Context: an optimization exercise on an open-source flow, tuned for small area and a short achievable clock period. The choices shown serve that exercise and are no tape-out recipe. In this exercise RTL edits were held to simulation tests only and were not proved equivalent to the original. Power figures rest on the tool's default switching activity, not on a simulated workload.

==> inputs of run a <==
Design tally_fmul, start of the top module:
module tally_fmul (
    input  wire        clk,
    input  wire        rst,         
    input  wire        in_valid,
    input  wire [31:0] in_a,
    input  wire [31:0] in_b,
    input  wire [2:0]  in_rm,       
    output reg         out_valid,
    output reg  [31:0] out_res,
    output reg  [4:0]  out_flags    
);
    integer i;
    reg        v0;
    reg [31:0] a0, b0;
    reg        ha0, hb0;            
    reg [2:0]  rm0;
    always @(posedge clk) begin
        v0  <= !rst && in_valid;
        a0  <= in_a;
        b0  <= in_b;
        ha0 <= |in_a[30:23];
        hb0 <= |in_b[30:23];
        rm0 <= in_rm;
    end
    wire        sa = a0[31], sb = b0[31];
    wire [7:0]  ea = a0[30:23], eb = b0[30:23];
    wire [22:0] fa = a0[22:0],  fb = b0[22:0];
    wire a_ez = !ha0, b_ez = !hb0;
    wire a_em = (ea == 8'hff), b_em = (eb == 8'hff);
    wire a_fz = (fa == 23'd0), b_fz = (fb == 23'd0);
  ...
export LEC_CHECK = 0
export CAP_MARGIN = 20
export CORE_MARGIN = 2
export CORE_UTILIZATION = 40
export CTS_CLUSTER_DIAMETER = 100
export CTS_CLUSTER_SIZE = 16
export SLEW_MARGIN = 20
create_clock -name core_clock -period 18.0 [get_ports {clk}]
standard.sh (not shown) runs the stock make flow with config.mk's settings and CLKGATE_MAP_FILE= SYNTH_SCRIPT=/design/flow/synth_recipe.tcl, a recipe that flattens the netlist after the stock synthesis.
==> flow/flow/run.sh <==
#!/bin/bash
set -euo pipefail
WORK=$(cd "$(dirname "$0")/.." && pwd)
cd "$WORK"
R=$WORK/orfs/results/sky130hd/tally_fmul/base
LIB=$FLOW_HOME/platforms/sky130hd/lib/sky130_fd_sc_hd__tt_025C_1v80.lib
MARGIN=${MARGIN:-13.4}

bash standard.sh synth > "$WORK/log_synth.txt" 2>&1
cp "$R/1_2_yosys.v" "$R/1_2_yosys_standard.v"
python3 "$WORK/flow/fixpol.py" "$LIB" "$R/1_2_yosys_standard.v" "$R/1_2_yosys.v" > "$WORK/log_fixpol.txt" 2>&1
rm -f "$R/1_synth.odb" "$R/1_synth.sdc"

bash standard.sh "BUFFER_PORTS_ARGS=-buffer_cell sky130_fd_sc_hd__buf_2" \
    "SETUP_SLACK_MARGIN=$MARGIN" \
    finish > "$WORK/log_layout.txt" 2>&1
test -f "$WORK/out/final.def"
Other scripts of this flow, unchanged in this note and not shown: flow/flow/fixpol.py
==> run b: changes against run a <==
CORE_UTILIZATION = 55   (was 40)
==> run c: changes against run a <==
CTS_CLUSTER_SIZE = 20   (was 16)
==> comparison table <==
                                                                       run a                     run b                     run c
Total Power Consumption                                              5.05 mW                   5.09 mW                   5.03 mW
Slowest cell on the critical path                   sky130_fd_sc_hd__dfxtp_1  sky130_fd_sc_hd__dfxtp_2  sky130_fd_sc_hd__dfxtp_1
GR Layer Usage met3                                                   0.0544                    0.0819                    0.0522
Routed length on met2                                              41,300 um                 42,000 um                 41,100 um
Height of the die                                                     259 um                    222 um                    259 um
Total met3 wirelength after detailed routing                         9000 um                   9520 um                   9150 um
Worst Reg-to-Reg Cells                                                    10                        21                        21
Slew @ Worst Pin                                                    0.926 ns                   1.13 ns                  0.934 ns
Last element of the critical path                                out_res[23]               out_res[11]               out_res[23]
Antenna Diode Count                                                        0                         1                         0
Area fraction of clock buffers and clock inverters                    0.0252                    0.0211                    0.0245
Status                                      no timing/DRC/antenna violations  no timing/DRC/antenna violations  no timing/DRC/antenna violations
Post-CTS setup-driven buffer insertion count                              21                        31                        20
CP Data Arrival Time                                                 1.00 ns                   1.01 ns                   1.00 ns

========
==> v25 <==
tally_fmul again, from the RTL that the note above started with.
==> flow/config.mk <==
export PLATFORM = sky130hd
export DESIGN_NAME = tally_fmul
export DESIGN_NICKNAME = tally_fmul
export VERILOG_FILES = /design/flow/design.v
export SDC_FILE = /design/flow/constraint.sdc
export NUM_CORES = 4
export LEC_CHECK = 0
export CAP_MARGIN = 20
export CORE_MARGIN = 2
export CORE_UTILIZATION = 40
export CTS_CLUSTER_DIAMETER = 100
export CTS_CLUSTER_SIZE = 16
export SLEW_MARGIN = 20
==> flow/constraint.sdc <==
create_clock -name core_clock -period 18.0 [get_ports {clk}]
set_input_delay 3.6000 -clock core_clock [delete_from_list [all_inputs] [get_ports {clk}]]
set_output_delay 3.6000 -clock core_clock [all_outputs]
set_load 0.01 [all_outputs]
==> flow/flow/run.sh <==
#!/bin/bash
set -euo pipefail
WORK=$(cd "$(dirname "$0")/.." && pwd)
cd "$WORK"
R=$WORK/orfs/results/sky130hd/tally_fmul/base
LIB=$FLOW_HOME/platforms/sky130hd/lib/sky130_fd_sc_hd__tt_025C_1v80.lib
MARGIN=${MARGIN:-13.5}

bash standard.sh synth > "$WORK/log_synth.txt" 2>&1
cp "$R/1_2_yosys.v" "$R/1_2_yosys_standard.v"
python3 "$WORK/flow/fixpol.py" "$LIB" "$R/1_2_yosys_standard.v" "$R/1_2_yosys.v" > "$WORK/log_fixpol.txt" 2>&1
rm -f "$R/1_synth.odb" "$R/1_synth.sdc"

bash standard.sh "BUFFER_PORTS_ARGS=-buffer_cell sky130_fd_sc_hd__buf_2" \
    "SETUP_SLACK_MARGIN=$MARGIN" \
    finish > "$WORK/log_layout.txt" 2>&1
test -f "$WORK/out/final.def"
Other scripts of this flow, unchanged in this note and not shown: flow/flow/fixpol.py
==> v15: changes against v25 <==
--- a/flow/flow/run.sh
+++ b/flow/flow/run.sh
@@ -5,5 +5,5 @@
 R=$WORK/orfs/results/sky130hd/tally_fmul/base
 LIB=$FLOW_HOME/platforms/sky130hd/lib/sky130_fd_sc_hd__tt_025C_1v80.lib
-MARGIN=${MARGIN:-13.5}
+MARGIN=${MARGIN:-13.4}
 
 bash standard.sh synth > "$WORK/log_synth.txt" 2>&1
@@ -12,5 +12,5 @@
 rm -f "$R/1_synth.odb" "$R/1_synth.sdc"
 
-bash standard.sh "BUFFER_PORTS_ARGS=-buffer_cell sky130_fd_sc_hd__buf_2" \
+bash standard.sh "BUFFER_PORTS_ARGS=-buffer_cell sky130_fd_sc_hd__buf_1" \
     "SETUP_SLACK_MARGIN=$MARGIN" \
     finish > "$WORK/log_layout.txt" 2>&1
--- a/flow/config.mk
+++ b/flow/config.mk
@@ -10,4 +10,4 @@
 export CORE_UTILIZATION = 40
 export CTS_CLUSTER_DIAMETER = 100
-export CTS_CLUSTER_SIZE = 16
+export CTS_CLUSTER_SIZE = 20
 export SLEW_MARGIN = 20
==> comparison table <==
| metric | v15 | v25 |
|---|---|---|
| Antenna violations before repair | 1 | 2 |
| Max-Slew Margin vs Limit | 37.74% | 28.30% |
| Power in the clock group | 0.497 mW | 0.519 mW |
| Fmax | 217.1 MHz | 217.9 MHz |
| Met2 capacity usage during global routing | 43.37% | 44.86% |
| R2r setup slk | 13.43 ns | 13.52 ns |
| Clock buffer and inverter area fraction after layout | 2.352% | 2.431% |
| First-pass GRT wire length | 133600 um | 138200 um |
| Leakage power | 13.18 nW | 13.49 nW |
| Seq/total area | 17.58% | 17.42% |
| Outcome | no timing/DRC/antenna violations | no timing/DRC/antenna violations |
| Worst setup margin | 13.39 ns | 13.41 ns |
| Count of instances resized after the clock tree is built | 116 | 145 |
| Total Routed Length | 88000 um | 90100 um |

[separate check: timing with driven ports]
How much do the figures lean on ideal ports? The routed layouts below were timed once more, with nothing changed but the port constraints.
Step 1 sets driving cells, clkbuf_16 on the clock port and buf_2 on the other inputs (assumed; they add their load-dependent delay and slew).
Step 2, shift: input delay + t, output delay - t, t = (earliest + latest rising clock arrival at the registers) / 2. This alone moves slack from input paths to output paths.
a / b / c = no drivers / after step 1 / after step 2; a / b = the first two.
| run | shift t [ns] | setup WS [ns] | worst hold slack (ns) | worst slew at a driven data input, ns |
|---|---|---|---|---|
| run a | 0.625 | 13.405 / 13.346 / 13.459 | 0.328 / 0.328 / 0.328 | 0.04 |
| run b | 0.630 | 13.386 / 13.324 / 13.426 | 0.323 / 0.323 / 0.323 | 0.04 |
| run c | 0.615 | 13.401 / 13.346 / 13.413 | 0.330 / 0.330 / 0.330 | 0.04 |
| v25 | 0.627 | 13.411 / 13.349 / 13.520 | 0.329 / 0.329 / 0.329 | 0.04 |
| v15 | 0.619 | 13.393 / 13.329 / 13.433 | 0.330 / 0.330 / 0.330 | 0.04 |
After both steps every run listed still meets setup and hold.
